This is an optimization exercise on Yosys and OpenROAD, whose aim is small area, a short achievable clock period and few clock cycles per item, not a production implementation. Only simulation tests tie the RTL to the original design; equivalence was not proved.

==> flow/design.v <==
module seg_div #(
    parameter NW = 73,
    parameter DW = 40
) (
    input  wire          clk,
    input  wire          rst,
    input  wire          start,
    input  wire [NW-1:0] n,
    input  wire [DW-1:0] d,
    output reg           done,
    output reg  [NW-1:0] q,
    output reg  [DW-1:0] r
);
    reg  [NW-1:0] num;
    reg  [DW-1:0] den;
    reg  [DW:0]   rem;
    reg  [7:0]    cnt;
    reg           run;
    wire [DW:0]   shifted = {rem[DW-1:0], num[NW-1]};
    wire [DW+1:0] diff    = {1'b0, shifted} - {2'b00, den};
    wire          fits    = ~diff[DW+1];
    always @(posedge clk) begin
        if (rst) begin
            run  <= 1'b0;
            done <= 1'b0;
        end else begin
            done <= 1'b0;
            if (start) begin
                num <= n;
                den <= d;
                rem <= {(DW+1){1'b0}};
                q   <= {NW{1'b0}};
                cnt <= NW[7:0];
                run <= 1'b1;
            end else if (run) begin
                rem <= fits ? diff[DW:0] : shifted;
                num <= {num[NW-2:0], 1'b0};
                q   <= {q[NW-2:0], fits};
                cnt <= cnt - 8'd1;
                if (cnt == 8'd1) begin
                    run  <= 1'b0;
                    done <= 1'b1;
                end
            end
        end
    end
    always @(*) r = rem[DW-1:0];
endmodule
module seg_predict (
    input  wire        clk,
    input  wire        rst,
    input  wire        start,
    output wire        ready,
    output reg         done,
    input  wire        normal,       
    input  wire [31:0] p,            
    input  wire [23:0] gp,           
    input  wire [23:0] gn,           
    input  wire [16:0] alpha,        
    input  wire [47:0] ovs,          
    input  wire [15:0] blank,        
    input  wire [15:0] wlo,          
    input  wire [15:0] whi,          
    output reg  [31:0] phat,
    output reg  [31:0] rate,
    output reg  [31:0] acc,
    output reg  [35:0] tb,
    output reg  [35:0] tlo,
    output reg  [35:0] thi,
    output reg         early,
    output reg         floor_hit
);
    localparam NW = 73;
    localparam DW = 40;
    localparam S_IDLE  = 4'd0;
    localparam S_MUL1  = 4'd1;
    localparam S_MUL2  = 4'd2;
    localparam S_PHAT  = 4'd3;
    localparam S_V     = 4'd4;
    localparam S_THR   = 4'd5;
    localparam S_RATE  = 4'd6;
    localparam S_W     = 4'd7;
    localparam S_ACC   = 4'd8;
    localparam S_DONE  = 4'd9;
    reg [3:0] state;
    reg        r_normal;
    reg [31:0] r_p;
    reg [23:0] r_gp, r_gn;
    reg [16:0] r_alpha;
    reg [47:0] r_ovs;
    reg [15:0] r_blank, r_wlo, r_whi;
    reg  [55:0] prod1;
    reg  [31:0] ph;        
    reg  [47:0] v;         
    reg  [47:0] w;         
    reg  [35:0] r_tb, r_tlo, r_thi;
    reg  [31:0] r_rate;
    reg  [31:0] r_acc;
    reg         r_early, r_floor;
    reg         waiting;   
    reg           div_start;
    reg  [NW-1:0] div_n;
    reg  [DW-1:0] div_d;
    wire          div_done;
    wire [NW-1:0] div_q;
    wire [DW-1:0] div_r;
    seg_div #(.NW(NW), .DW(DW)) u_div (
        .clk(clk), .rst(rst), .start(div_start), .n(div_n), .d(div_d),
        .done(div_done), .q(div_q), .r(div_r)
    );
    wire [DW:0]  r2      = {div_r, 1'b0};
    wire         rnd_up  = (r2 >= {1'b0, div_d});
    wire [NW:0]  q_rnd   = {1'b0, div_q} + {{NW{1'b0}}, rnd_up};
    wire         rnd_upn = (r2 > {1'b0, div_d});
    wire [NW:0]  q_rndn  = {1'b0, div_q} + {{NW{1'b0}}, rnd_upn};
    wire [17:0] one_m_alpha = 18'sd65536 - {r_alpha[16], r_alpha};
    wire        ovs_neg  = r_ovs[47];
    wire [48:0] gn_full  = {1'b0, r_gn, 24'd0};
    wire [48:0] gn_quart = {3'b000, r_gn, 22'd0};
    wire [48:0] off      = ovs_neg ? 49'd0 : {1'b0, r_ovs};
    wire [48:0] span_raw = gn_full - off;               
    wire        use_flr  = span_raw[48] || (span_raw < gn_quart);
    wire [47:0] span     = use_flr ? gn_quart[47:0] : span_raw[47:0];
    wire [48:0] wv       = {1'b0, w} - {1'b0, v};
    wire        wv_neg   = wv[48];
    wire [48:0] wv_mag   = wv_neg ? (49'd0 - wv) : wv;
    wire [47:0] pb = r_blank * ph;
    wire [47:0] pl = r_wlo * ph;
    wire [47:0] pu = r_whi * ph;
    wire [48:0] pb_c = {1'b0, pb} + 49'd4095;
    wire [48:0] pl_c = {1'b0, pl} + 49'd4095;
    wire [48:0] pu_c = {1'b0, pu} + 49'd4095;
    assign ready = (state == S_IDLE);
    always @(posedge clk) begin
        if (rst) begin
            state     <= S_IDLE;
            done      <= 1'b0;
            div_start <= 1'b0;
            waiting   <= 1'b0;
        end else begin
            done      <= 1'b0;
            div_start <= 1'b0;
            case (state)
            S_IDLE: begin
                if (start) begin
                    r_normal <= normal;
                    r_p      <= p;
                    r_gp     <= gp;
                    r_gn     <= gn;
                    r_alpha  <= alpha;
                    r_ovs    <= ovs;
                    r_blank  <= blank;
                    r_wlo    <= wlo;
                    r_whi    <= whi;
                    state    <= S_MUL1;
                end
            end
            S_MUL1: begin
                prod1 <= r_p * r_gn;
                state <= S_MUL2;
            end
            S_MUL2: begin
                div_n     <= prod1 * one_m_alpha[16:0];
                div_d     <= {r_gp, 16'd0};
                div_start <= 1'b1;
                waiting   <= 1'b1;
                state     <= S_PHAT;
            end
            S_PHAT: begin
                if (waiting && div_done) begin
                    waiting <= 1'b0;
                    if (q_rnd > 74'h0_FFFF_FFFF)
                        ph <= 32'hFFFF_FFFF;
                    else if (q_rnd == 74'd0)
                        ph <= 32'd1;
                    else
                        ph <= q_rnd[31:0];
                    state <= S_V;
                    div_n     <= {25'd0, r_gp, 24'd0};
                    div_d     <= {8'd0, r_p};
                    div_start <= 1'b1;
                    waiting   <= 1'b1;
                end
            end
            S_V: begin
                if (waiting && div_done) begin
                    waiting <= 1'b0;
                    v       <= q_rnd[47:0];
                    state   <= S_THR;
                end
            end
            S_THR: begin
                r_tb      <= pb_c[47:12];
                r_tlo     <= pl_c[47:12];
                r_thi     <= pu_c[47:12];
                r_early   <= ovs_neg;
                r_floor   <= ~ovs_neg && (span == gn_quart[47:0]);
                div_n     <= {25'd0, span};
                div_d     <= {8'd0, ph};
                div_start <= 1'b1;
                waiting   <= 1'b1;
                state     <= S_RATE;
            end
            S_RATE: begin
                if (waiting && div_done) begin
                    waiting <= 1'b0;
                    if (q_rnd > 74'h0_FFFF_FFFF)
                        r_rate <= 32'hFFFF_FFFF;
                    else
                        r_rate <= q_rnd[31:0];
                    if (r_normal) begin
                        div_n     <= {25'd0, r_gn, 24'd0};
                        div_d     <= {8'd0, ph};
                        div_start <= 1'b1;
                        waiting   <= 1'b1;
                        state     <= S_W;
                    end else begin
                        r_acc <= 32'd0;
                        state <= S_DONE;
                    end
                end
            end
            S_W: begin
                if (waiting && div_done) begin
                    waiting <= 1'b0;
                    w       <= q_rnd[47:0];
                    state   <= S_ACC;
                end
            end
            S_ACC: begin
                if (!waiting) begin
                    div_n     <= {8'd0, wv_mag[47:0], 16'd0};
                    div_d     <= {8'd0, ph};
                    div_start <= 1'b1;
                    waiting   <= 1'b1;
                end else if (div_done) begin
                    waiting <= 1'b0;
                    if (!wv_neg) begin
                        if (q_rnd > 74'h0_7FFF_FFFF)
                            r_acc <= 32'h7FFF_FFFF;
                        else
                            r_acc <= q_rnd[31:0];
                    end else begin
                        if (q_rndn > 74'h0_8000_0000)
                            r_acc <= 32'h8000_0000;
                        else
                            r_acc <= 32'd0 - q_rndn[31:0];
                    end
                    state <= S_DONE;
                end
            end
            S_DONE: begin
                phat      <= ph;
                rate      <= r_rate;
                acc       <= r_acc;
                tb        <= r_tb;
                tlo       <= r_tlo;
                thi       <= r_thi;
                early     <= r_early;
                floor_hit <= r_floor;
                done      <= 1'b1;
                state     <= S_IDLE;
            end
            default: state <= S_IDLE;
            endcase
        end
    end
endmodule
==> flow/run.sh <==
#!/bin/bash
# synth_recipe.tcl (not shown) runs the flow's synth.tcl, then flattens the netlist and writes it again
# the make line also repeats each setting of config.mk as NAME=value (left out here)
make -C /OpenROAD-flow-scripts/flow DESIGN_CONFIG=/design/flow/config.mk WORK_HOME=/design/flow/orfs CLKGATE_MAP_FILE= SYNTH_SCRIPT=/design/flow/synth_recipe.tcl finish
==> flow/config.mk <==
export PLATFORM = sky130hd
export DESIGN_NAME = seg_predict
export DESIGN_NICKNAME = seg_predict
export VERILOG_FILES = /design/flow/design.v
export SDC_FILE = /design/flow/constraint.sdc
export NUM_CORES = 4
export LEC_CHECK = 0
export CAP_MARGIN = 20
export CORE_MARGIN = 2
export CORE_UTILIZATION = 40
export SLEW_MARGIN = 20
==> flow/constraint.sdc <==
create_clock -name core_clock -period 10.0 [get_ports {clk}]
set_input_delay 2.0000 -clock core_clock [delete_from_list [all_inputs] [get_ports {clk}]]
set_output_delay 2.0000 -clock core_clock [all_outputs]
set_load 0.01 [all_outputs]
==> metrics.yaml <==
critPathRequiredTime_ns: 10.60
grt_pass1_vias: 118000
final_cell_mix: "inv_1, nand2_1, fa_1, edfxtp_1, and2_1"
syn_inst: 16200
die_h_um: 627
cts_tree: "done"
regArea_mm2: 0.0334
nFillCells: 37200
netlist_area_mm2: 0.155
critPathKind: "flip-flop to flip-flop"
outcome: "no timing/DRC/antenna violations"
worstPathMaxFanout: 37
synth-edff-count: 1105
start_util_pct: 40.2
hold_viol_final: 0
clock-sinks: 1114
antenna_found_initial: 49
dr.pass1.iters: 8
grt_max_degree: 113
final_area_mm2: 0.170
mostFrequentLayoutCell: "inv_1"
drc: 0
finalWirelength_mm: 482
maxSlewViolCount: 0
dpl_cell_area_mm2: 0.165
slowest_stage: "buf_4"
multiInputGateArea_mm2: 0.106
die_area_mm2: 0.393
vias: 114000
synth-async-reset-ratio_pct: 0
clk_pin_slew_ns: 0.07
ys_ff_latch: 1114
grtUsageTotal_pct: 24.9
gr-total-overflow: 0
path_common_cell: "fa_1"
clockBufferDepth: 4
yosysTopAreaCell: "fa_1"
avgSynthCellArea_um2: 9.60
wl_per_cell_um: 22.4
die_w_um: 627
ioPinCount: 405
setup_viol: 0
drive_gt1_share_pct: 4.75
yosys-top-cells-area: "fa_1, edfxtp_1, inv_1, ha_1, nand2_1"
area_growth_pct: 9.84
syn-num-nets: 20000
min_path_type: "flip-flop to flip-flop"
nets: 20000
io_buffers: 404
drtIter0Drc: 9504
synth_top_cell_area_share_pct: 35.5
setup_tns_ns: 0
dpl.hpwl_mm: 382
post_cts_buffers: 0
yosysWarnings: 2
cts_root_buf: "clkbuf_16"
clkLatencyLatePin_ns: 0.91
place_congestion: 0.971
max-cap-violations: 0
fin_skew_ns: 0.0885
critPathArrivalTime_ns: 10.09
htree_levels: 4
viasPerCell: 5.30
synth_ff_type: "edfxtp_1"
max_stage_delay_ns: 0.59
rsz0062_at_grt: "false"
core_mm2: 0.386
slew_headroom_pct: 19.7
period_minus_slack_ns: 9.49
rows: 228
worstMarginPinSlew_ns: 1.20
grt_pass1_wl_mm: 740
fmax_mhz: 105
postRouteAntennaNets: 0
start_kind: "flip-flop"
cts_made_buffers: 143
ys_seq_area_share_pct: 21.5
synth_cell_types: 111
timing.final.crit_share_pct: 94.9
cp-end-kind: "flip-flop"
critical path, delay by kind of cell (launching register included):
family / cells / cell delay [ns]
buffers and inverters: 7 / 1.04
multiplexers: 1 / 0.11
AND/OR/NAND/NOR: 7 / 1.55
adder cells (fa/ha/maj): 7 / 3.42
XOR/XNOR: 1 / 0.54
AO/OA/AOI/OAI: 7 / 2.06
flip-flops: 1 / 0.49
worst paths after layout:
| check | start | to | slack, ns | cells past startpoint |
|---|---|---|---|---|
| max | r_alpha[4] | div_n[70] | 0.51 | 30 |
| min | r_tlo[24] | tlo[24] | 0.41 | 0 |
| max reg2reg | r_alpha[4] | div_n[70] | 0.51 | 30 |
| min reg2reg | r_tlo[24] | tlo[24] | 0.41 | 0 |
kinds of logic after synthesis:
logic type,Yosys count,synth area share (%)
adders and majority gates,3658,42.8
xor gates and xnor gates,512,2.89
DFF,1114,21.5
AOI/OAI and AO/OA,1448,6.22
and+or+nand+nor,5172,15.7
buffers and inverters,4141,10.1
muxes,116,0.816
per-stage QoR:
step           hold WS, ns  utilization [%]  std cells  setup slack [ns]
3_5_place_dp         0.405             42.9      21200             0.596
3_3_place_gp         0.401             42.9      21200             0.589
5_1_grt              0.410             44.2      21500            0.0220
4_1_cts              0.406             44.1      21500             0.559
2_1_floorplan        0.400                -      16200              1.59
6_report             0.409             44.2      21500             0.510
per-layer routing:
layer / up-vias / share of wire [%] / GRT usage (%)
met4: 24 / 4.5 / 9.62
met3: 757 / 8.6 / 4.82
met2: 4382 / 44 / 38.5
li1: 50100 / - / -
met5: - / 0.033 / 0
met1: 58700 / 42 / 34.6
Yosys cell counts (38+ instances only):
cell      count
inv_1      3254
nand2_1    2786
fa_1       2753
edfxtp_1   1105
and2_1      976
ha_1        905
clkbuf_1    782
nor2_1      411
a21oi_1     402
xnor2_1     344
o21ai_0     223
a21o_1      196
nand3_1     168
xor2_1      168
nor3_1      166
nand4_1     138
nor2b_1     108
mux2_2       80
nand2b_1     80
and3_1       72
o21a_1       65
buf_1        57
nor4_1       57
a31oi_1      54
or3_1        54
a211oi_1     51
o21bai_1     41
o22ai_1      38
timing repair:
action	in CTS	in global routing
resized for setup	0	2
hold endpoints to repair	0	0
endpoints found under the setup margin	0	3
hold buffers	0	0
state kept, by name (all words and copies together) (netlist names), 40 cells and up:
signal,flops
u_div.den,40
w,48
prod1,56
u_div.rem,40
u_div.num,73
div_n,73
div_d,40
v,48
r_ovs,48
u_div.q,73
area by class of cell:
type	instances	share of cell area, %
inverter	3254	7.16
tap	5175	3.80
multi-input combinational	10900	62.5
sequential	1114	19.6
antenna	32	0.0470
timing repair buffer	754	4.14
clock inverter	99	0.666
clock buffer	155	2.15
Testbench counts, summed over its fixed seeds: cycles 867,439, items 2,400.

port drivers added, routing unchanged:
Ports are ideal in the flow. The routed layout listed here was re-timed in OpenROAD.
Step 1 (the two cells are an assumption about what drives the block):
set clk [get_ports {clk}]
set_driving_cell -lib_cell sky130_fd_sc_hd__clkbuf_16 $clk
set_driving_cell -lib_cell sky130_fd_sc_hd__buf_2 [delete_from_list [all_inputs] $clk]
Step 2 moves the port delays by t, midway between the first and last clock arrival at a register: inputs arrive t later, outputs are due t later. That takes back most of the time a late clock gives input paths.
Three values: ideal, step 1, step 2; two values: the first two.
shift t [ns]: 0.984
slack for setup (ns): 0.510 / 0.510 / 0.510
worst data-port slew with drivers (ns): 0.23
After both steps this run still meets setup and hold. For this run, drivers alone change the setup slack by 0.000 ns; drivers and shift together by 0.000 ns.
